From an optimization exercise on the open Yosys and OpenROAD flow, aimed at small area, a short achievable clock period and few clock cycles; shortcuts taken in it are not production practice.
The RTL was checked by simulation tests, not by an equivalence proof against the original design.

### run.sh
#!/bin/bash
# synth_recipe.tcl (not shown) runs the flow's synth.tcl, then flattens the netlist and writes it again
# the make line also repeats each setting of config.mk as NAME=value (left out here)
make -C /OpenROAD-flow-scripts/flow DESIGN_CONFIG=/design/flow/config.mk WORK_HOME=/design/flow/orfs CLKGATE_MAP_FILE= SYNTH_SCRIPT=/design/flow/synth_recipe.tcl finish
### constraint.sdc
create_clock -name core_clock -period 25.0 [get_ports {clk}]
set_input_delay 5.0000 -clock core_clock [delete_from_list [all_inputs] [get_ports {clk}]]
set_output_delay 5.0000 -clock core_clock [all_outputs]
set_load 0.01 [all_outputs]
### config.mk
export PLATFORM = sky130hd
export DESIGN_NAME = shaper_bank
export DESIGN_NICKNAME = shaper_bank
export VERILOG_FILES = /design/flow/design.v
export SDC_FILE = /design/flow/constraint.sdc
export NUM_CORES = 4
export LEC_CHECK = 0
export CAP_MARGIN = 20
export CORE_MARGIN = 2
export CORE_UTILIZATION = 40
export SLEW_MARGIN = 20
### design.v
module shaper_bank (
    input  wire        clk,
    input  wire        rst,
    input  wire        cmd_valid,
    output wire        cmd_ready,
    input  wire [1:0]  cmd_op,         
    input  wire [2:0]  cmd_idx,
    input  wire [31:0] cmd_time,
    input  wire [15:0] cmd_len,
    input  wire        cmd_tc7,
    input  wire        cmd_marked,
    input  wire        cmd_en,
    input  wire        cmd_reset_to,
    input  wire [7:0]  cmd_penalty,
    input  wire [7:0]  cmd_overhead,
    input  wire [23:0] cmd_alloc,
    input  wire [23:0] cmd_limit,
    input  wire [23:0] cmd_burst,
    output reg         resp_valid,
    output reg         resp_admitted,
    output reg         resp_in_profile,
    output reg         resp_held,
    output reg         resp_far,
    output reg  [29:0] resp_slot,
    output reg  [31:0] resp_peak,
    output reg  [31:0] resp_committed
);
    localparam NSH = 8;
    localparam CW  = 42;                                
    localparam signed [CW-1:0] CMIN = -42'sd2147483648000;  
    localparam OP_CFG   = 2'd1;
    localparam ST_IDLE   = 3'd0;
    localparam ST_REFILL = 3'd1;
    localparam ST_DECIDE = 3'd2;
    localparam ST_DIV    = 3'd3;
    localparam ST_FIN    = 3'd4;
    reg                 sh_en      [0:NSH-1];
    reg [7:0]           sh_pen     [0:NSH-1];
    reg [7:0]           sh_ovh     [0:NSH-1];
    reg [23:0]          sh_alloc   [0:NSH-1];
    reg [23:0]          sh_limit   [0:NSH-1];
    reg [23:0]          sh_burst   [0:NSH-1];
    reg signed [CW-1:0] sh_pk      [0:NSH-1];
    reg signed [CW-1:0] sh_ck      [0:NSH-1];
    reg [31:0]          sh_t0      [0:NSH-1];
    reg [2:0]           state;
    reg                 is_read;
    reg                 rd_phase;
    reg [2:0]           w_idx;
    reg [31:0]          w_time;
    reg [15:0]          w_len;
    reg                 w_tc7;
    reg                 w_marked;
    reg signed [CW-1:0] w_pk;
    reg signed [CW-1:0] w_ck;
    reg                 w_neg;            
    reg [40:0]          dv_q;             
    reg [24:0]          dv_rem;
    reg [23:0]          dv_den;
    reg [5:0]           dv_cnt;
    assign cmd_ready = (state == ST_IDLE);
    wire accept = cmd_valid && cmd_ready;
    wire [23:0] s_limit = sh_limit[w_idx];
    wire [23:0] s_alloc = sh_alloc[w_idx];
    wire [23:0] s_aeff  = (s_limit != 24'd0 && s_alloc > s_limit) ? s_limit : s_alloc;
    wire [23:0] s_bsz   = (sh_burst[w_idx] < 24'd8192) ? 24'd8192 : sh_burst[w_idx];
    wire signed [CW-1:0] s_beff = $signed({8'd0, s_bsz * 34'd1000});
    wire [31:0] dt     = w_time - sh_t0[w_idx];
    wire [55:0] pk_inc = s_limit * dt;
    wire [55:0] ck_inc = s_aeff * dt;
    wire signed [57:0] pk_sum = sh_pk[w_idx] + $signed({2'b00, pk_inc});
    wire signed [57:0] ck_sum = sh_ck[w_idx] + $signed({2'b00, ck_inc});
    wire signed [CW-1:0] pk_ref = (s_limit == 24'd0) ? sh_pk[w_idx] :
                                  (pk_sum > s_beff) ? s_beff : pk_sum[CW-1:0];
    wire signed [CW-1:0] ck_ref = (s_limit == 24'd0) ? sh_ck[w_idx] :
                                  (ck_sum > s_beff) ? s_beff : ck_sum[CW-1:0];
    wire [16:0] charge  = w_len + sh_ovh[w_idx] + (w_marked ? {sh_pen[w_idx], 6'd0} : 14'd0);
    wire [26:0] charge_mb = charge * 27'd1000;
    wire signed [CW:0] pk_chg = w_pk - $signed({16'd0, charge_mb});
    wire signed [CW:0] ck_chg = w_ck - $signed({16'd0, charge_mb});
    wire signed [CW-1:0] pk_new = (pk_chg < CMIN) ? CMIN : pk_chg[CW-1:0];
    wire signed [CW-1:0] ck_new = (ck_chg < CMIN) ? CMIN : ck_chg[CW-1:0];
    wire hold = w_pk[CW-1] && !w_tc7;
    wire [25:0] dv_try = {dv_rem, dv_q[40]} - {2'b00, dv_den};
    wire [40:0] q_ceil = dv_q + {40'd0, (dv_rem != 25'd0)};
    wire        q_far  = q_ceil > 41'd32760;
    wire [32:0] ne_sum = {1'b0, w_time} + {1'b0, q_ceil[31:0]} + 33'd7;
    wire [29:0] slot   = q_far ? ({3'b000, w_time[31:3]} + 30'd4095) : ne_sum[32:3];
    wire [31:0] rd_val = w_neg ? (32'd0 - q_ceil[31:0]) : dv_q[31:0];
    reg                 wr_cfg;
    reg                 wr_cnt;
    reg signed [CW-1:0] wr_pk, wr_ck;
    wire [23:0] c_bsz = (cmd_burst < 24'd8192) ? 24'd8192 : cmd_burst;
    wire signed [CW-1:0] c_beff = $signed({8'd0, c_bsz * 34'd1000});
    integer i;
    always @(posedge clk) begin
        if (rst) begin
            for (i = 0; i < NSH; i = i + 1) begin
                sh_en[i]       <= 1'b0;
                sh_pen[i]      <= 8'd0;
                sh_ovh[i]      <= 8'd80;
                sh_alloc[i]    <= 24'd0;
                sh_limit[i]    <= 24'd0;
                sh_burst[i]    <= 24'd65536;
                sh_pk[i]       <= {CW{1'b0}};
                sh_ck[i]       <= {CW{1'b0}};
                sh_t0[i]       <= 32'd0;
            end
        end else if (accept && cmd_op == OP_CFG) begin
            sh_en[cmd_idx]       <= cmd_en;
            sh_pen[cmd_idx]      <= cmd_penalty;
            sh_ovh[cmd_idx]      <= cmd_overhead;
            sh_alloc[cmd_idx]    <= cmd_alloc;
            sh_limit[cmd_idx]    <= cmd_limit;
            sh_burst[cmd_idx]    <= cmd_burst;
            sh_pk[cmd_idx]       <= cmd_reset_to ? c_beff : {CW{1'b0}};
            sh_ck[cmd_idx]       <= cmd_reset_to ? c_beff : {CW{1'b0}};
            sh_t0[cmd_idx]       <= cmd_time;
        end else if (wr_cnt) begin
            sh_pk[w_idx] <= wr_pk;
            sh_ck[w_idx] <= wr_ck;
            sh_t0[w_idx] <= w_time;
        end
    end
    always @(*) begin
        wr_cnt = 1'b0;
        wr_pk  = w_pk;
        wr_ck  = w_ck;
        if (state == ST_DECIDE && !is_read && sh_en[w_idx] && s_limit != 24'd0) begin
            wr_cnt = 1'b1;
            if (!hold) begin
                wr_pk = pk_new;
                wr_ck = ck_new;
            end
        end
    end
    always @(posedge clk) begin
        if (rst) begin
            state           <= ST_IDLE;
            is_read         <= 1'b0;
            rd_phase        <= 1'b0;
            w_idx           <= 3'd0;
            w_time          <= 32'd0;
            w_len           <= 16'd0;
            w_tc7           <= 1'b0;
            w_marked        <= 1'b0;
            w_pk            <= {CW{1'b0}};
            w_ck            <= {CW{1'b0}};
            w_neg           <= 1'b0;
            dv_q            <= 41'd0;
            dv_rem          <= 25'd0;
            dv_den          <= 24'd0;
            dv_cnt          <= 6'd0;
            resp_valid      <= 1'b0;
            resp_admitted   <= 1'b0;
            resp_in_profile <= 1'b0;
            resp_held       <= 1'b0;
            resp_far        <= 1'b0;
            resp_slot       <= 30'd0;
            resp_peak       <= 32'd0;
            resp_committed  <= 32'd0;
        end else begin
            resp_valid      <= 1'b0;
            case (state)
            ST_IDLE: begin
                if (accept) begin
                    w_idx    <= cmd_idx;
                    w_time   <= cmd_time;
                    w_len    <= cmd_len;
                    w_tc7    <= cmd_tc7;
                    w_marked <= cmd_marked;
                    is_read  <= cmd_op[1];
                    rd_phase <= 1'b0;
                    if (cmd_op == OP_CFG) begin
                        resp_valid      <= 1'b1;
                        resp_admitted   <= 1'b0;
                        resp_in_profile <= 1'b0;
                        resp_held       <= 1'b0;
                        resp_far        <= 1'b0;
                        resp_slot       <= 30'd0;
                        resp_peak       <= 32'd0;
                        resp_committed  <= 32'd0;
                    end else begin
                        state <= ST_REFILL;
                    end
                end
            end
            ST_REFILL: begin
                w_pk  <= pk_ref;
                w_ck  <= ck_ref;
                state <= ST_DECIDE;
            end
            ST_DECIDE: begin
                if (is_read) begin
                    w_neg  <= w_pk[CW-1];
                    dv_q   <= w_pk[CW-1] ? 41'd0 - w_pk[40:0] : w_pk[40:0];
                    dv_rem <= 25'd0;
                    dv_den <= 24'd1000;
                    dv_cnt <= 6'd0;
                    state  <= ST_DIV;
                end else if (sh_en[w_idx] && s_limit != 24'd0 && hold) begin
                    dv_q   <= 41'd0 - w_pk[40:0];
                    dv_rem <= 25'd0;
                    dv_den <= s_limit;
                    dv_cnt <= 6'd0;
                    state  <= ST_DIV;
                end else begin
                    resp_valid      <= 1'b1;
                    resp_admitted   <= 1'b1;
                    resp_held       <= 1'b0;
                    resp_far        <= 1'b0;
                    resp_slot       <= 30'd0;
                    resp_peak       <= 32'd0;
                    resp_committed  <= 32'd0;
                    if (!sh_en[w_idx])
                        resp_in_profile <= 1'b0;
                    else if (s_limit == 24'd0)
                        resp_in_profile <= (s_alloc != 24'd0);
                    else
                        resp_in_profile <= (s_aeff != 24'd0) && !w_ck[CW-1];
                    state <= ST_IDLE;
                end
            end
            ST_DIV: begin
                if (dv_try[25]) begin
                    dv_rem <= {dv_rem[23:0], dv_q[40]};
                    dv_q   <= {dv_q[39:0], 1'b0};
                end else begin
                    dv_rem <= dv_try[24:0];
                    dv_q   <= {dv_q[39:0], 1'b1};
                end
                dv_cnt <= dv_cnt + 6'd1;
                if (dv_cnt == 6'd40)
                    state <= ST_FIN;
            end
            ST_FIN: begin
                if (!is_read) begin
                    resp_valid      <= 1'b1;
                    resp_admitted   <= 1'b0;
                    resp_in_profile <= 1'b0;
                    resp_held       <= 1'b1;
                    resp_far        <= q_far;
                    resp_slot       <= slot;
                    resp_peak       <= 32'd0;
                    resp_committed  <= 32'd0;
                    state           <= ST_IDLE;
                end else if (!rd_phase) begin
                    resp_peak <= rd_val;
                    rd_phase  <= 1'b1;
                    w_neg     <= w_ck[CW-1];
                    dv_q      <= w_ck[CW-1] ? 41'd0 - w_ck[40:0] : w_ck[40:0];
                    dv_rem    <= 25'd0;
                    dv_den    <= 24'd1000;
                    dv_cnt    <= 6'd0;
                    state     <= ST_DIV;
                end else begin
                    resp_valid      <= 1'b1;
                    resp_admitted   <= 1'b0;
                    resp_in_profile <= 1'b0;
                    resp_held       <= 1'b0;
                    resp_far        <= 1'b0;
                    resp_slot       <= 30'd0;
                    resp_committed  <= rd_val;
                    state           <= ST_IDLE;
                end
            end
            default: state <= ST_IDLE;
            endcase
        end
    end
endmodule
==> run notes <==
cell usage after synthesis, drive strengths merged, types with 88 or more instances:
| cell type | count | area share (%) |
|---|---|---|
| nor2 | 2058 | 4.7 |
| inv | 1805 | 4.1 |
| edfxtp | 1640 | 30 |
| fa | 1553 | 19 |
| nand2 | 1542 | 3.5 |
| ha | 957 | 7.2 |
| clkbuf | 781 | 1.8 |
| and2 | 727 | 2.7 |
| a21oi | 580 | 1.8 |
| mux4 | 410 | 5.6 |
| o21ai | 378 | 1.1 |
| xnor2 | 373 | 2.0 |
| dfxtp | 341 | 4.1 |
| xor2 | 239 | 1.3 |
| nor3 | 228 | 0.69 |
| mux2i | 220 | 1.3 |
| a21o | 211 | 0.96 |
| mux2 | 166 | 1.1 |
| nand3 | 139 | 0.42 |
| nand2b | 119 | 0.45 |
| buf | 114 | 0.30 |
| a31oi | 105 | 0.40 |
| a211oi | 96 | 0.44 |
| nor2b | 88 | 0.33 |
layout make-up:
class | instances | area [µm²]
multi-input combinational | 11300 | 100000
inverter | 1808 | 6790
clock inverter | 116 | 1430
antenna | 23 | 57.6
clock buffer | 273 | 5660
fill | 38800 | 230000
tap | 5474 | 6850
timing repair buffer | 607 | 5180
sequential | 1981 | 56100
how the worst max path moves through the flow:
stage	start	cells after the start	slack [ns]	to
floorplan	register	71	7.24	w_ck[4]
global placement	register	60	6.26	w_ck[16]
detailed placement	register	53	5.96	w_pk[41]
CTS	register	53	5.87	w_pk[1]
global route	register	59	4.64	w_pk[1]
finish	register	59	5.55	w_pk[41]
worst max-delay path: cells and delay by family, from the launching register on:
| kind | cells | cell delay (ns) |
|---|---|---|
| XOR/XNOR | 2 | 0.34 |
| flip-flops | 1 | 0.88 |
| AO/OA/AOI/OAI | 25 | 7.52 |
| adder cells (fa/ha/maj) | 10 | 4.76 |
| AND/OR/NAND/NOR | 10 | 2.46 |
| multiplexers | 3 | 0.73 |
| buffers and inverters | 9 | 2.43 |
registers in the layout, summed over array words and instances (netlist names), 24 cells and up, named ones only:
signal,flops
sh_pen,64
resp_slot,30
sh_alloc,192
dv_q,41
sh_limit,192
sh_t0,256
sh_burst,192
sh_ovh,64
resp_committed,32
w_time,32
sh_ck,336
dv_den,24
w_pk,42
sh_pk,336
w_ck,42
dv_rem,25
resp_peak,32
metal layers:
metal / GRT usage (%) / wire (µm) / vias up / part of all wire, %
li1: - / - / 53800 / -
met1: 37.2 / 236000 / 63300 / 39
met2: 45.4 / 274000 / 6007 / 45
met3: 5.58 / 52900 / 1312 / 8.7
met4: 16.5 / 42200 / 12 / 7.0
met5: 0 / 83 / - / 0.014
cell families (layout without fill, tap and decap cells):
group / count (synthesis) / in the layout / share of synthesized area (%)
other cells: 0 / 23 / 0
simple gates: 5323 / 5323 / 14.5
compound gates: 2050 / 2050 / 8.10
xor+xnor: 612 / 612 / 3.24
flops: 1981 / 1981 / 33.9
fa+ha+maj: 2510 / 2510 / 26.0
mux: 796 / 796 / 8.04
buf+inv: 2703 / 2804 / 6.18
stage by stage:
stage | instances | hold WS [ns] | utilization, %
4_1_cts | 21500 | 0.457 | 44.2
5_1_grt | 21600 | 0.474 | 44.2
3_5_place_dp | 21200 | 0.448 | 42.4
2_1_floorplan | 16000 | 0.432 | -
6_report | 21600 | 0.452 | 44.2
3_3_place_gp | 21100 | 0.443 | 42.4
==> qor.txt <==
most used cell, CP - fa_1
worst stage delay on the critical path - 0.88 ns
Hold Path End - dv_den[21]
largest net degree at the start of global routing - 124
Yosys reg bits - 1981
Core Region - 413000 µm²
CTS resizes - 0
Setup TNS Final - 0 ns
CP endpoint kind - register
Final min period - 19.45 ns
Synth Flop Type - edfxtp_1
GR Overflow Total - 0
Setup-failing EPs final - 0
CTS buffer count - 210
Critical Path RT - 25.83 ns
synthesized area per cell - 10.4 µm²
CTS clk-pin slew, worst paths - 0.07 ns
Antenna Nets Post-Route - 0
fin worst setup slack - 5.55 ns
hold_buf cts - 0
Slew headroom - 15.7%
GP Congestion - 1.03
slowest CP cell - dfxtp_4
DP Area - 175000 µm²
Clock Path Buffers - 4
wire per inst - 28.1 µm
layout cells sized above 1 - 9.04%
htree depth - 4
via-per-instance ratio - 5.77
P&R area growth vs syn - 10.2%
number of global-route vias before repair - 126000
Post-Layout Inst Area - 182000 µm²
clk root buf - clkbuf_16
Synth Instances - 16000
Hold Path Depth - 2
Residual DRC - 0
Post-synth ARST share - 0%
DRT Pass-1 Iters - 6
Final HPWL DP - 430000 µm
crit path kind - register to register
critical path launch point type - register
Clock Latency Late Sink - 0.95 ns
Clock Skews - 0.0832 ns
Max Cap Viol - 0
Cell Rows - 236
gr usage total - 28.8%
Post-Syn Area - 165000 µm²
Syn Nets - 18600
number of synthesized flops with an enable pin - 1640
CTS tree - yes
Die Area - 419000 µm²
Yosys warning total - 1
Via Count - 125000
final cycle utilization of the critical path - 77.8%
Worst-Margin Slew - 1.26 ns
fmax - 51.4 MHz
Seq/Total Area, Yosys - 33.9%
Nets - 18600
worst reg2reg path depth - 59
most frequent cells in the layout - nor2_1, inv_1, edfxtp_1
antenna violations before repair - 46
total wire length - 606000 µm
worst slack at placement - 5.96 ns
PortBufs - 247
HP Class - register to register
Boundary Pins - 248
postcts setup bufs - 0
most common cell after layout, fill and taps aside - nor2_1
Initial DRC Count - 13100
Die Height - 647 µm
Worst Path Max Fanout - 45
RSZ-0062 raised after global routing - false
Final Hold Violating Endpoints - 0
die width - 647 µm
status - finished clean
R2R Setup Slk - 5.55 ns
hold_sp - dv_den[21]
CTS sink count - 1981
critical path arrival - 20.29 ns
Final Max Tran Viols - 0
initial core utilization - 40.1%
first-pass GRT wire length - 881000 µm
synth unique cells - 93
FF-to-FF End - w_pk[41]
Testbench counts, summed over its fixed seeds: cycles 656,424.

==> separate check: timing with driven ports <==
Ports are ideal in the flow. The routed layout listed here was re-timed in OpenROAD. Step 1 sets driving cells, clkbuf_16 on the clock port and buf_2 on the other inputs (assumed; they add their load-dependent delay and slew). Step 2 also shifts input and output timing later by t, the mid clock arrival at the registers, as if the neighbouring blocks saw the same clock. Three values: ideal ports, drivers, drivers and shift; two values: the first two.
shift t [ns]: 1.014
slack for setup (ns): 5.546 / 5.546 / 5.546
hold WS [ns]: 0.452 / 0.452 / 0.452
worst slew at a driven data input, ns: 0.34
cell pins on the clock port's net: 1
After both steps setup and hold are still met in this run. For this run, drivers alone change the setup slack by 0.000 ns; drivers and shift together by 0.000 ns.
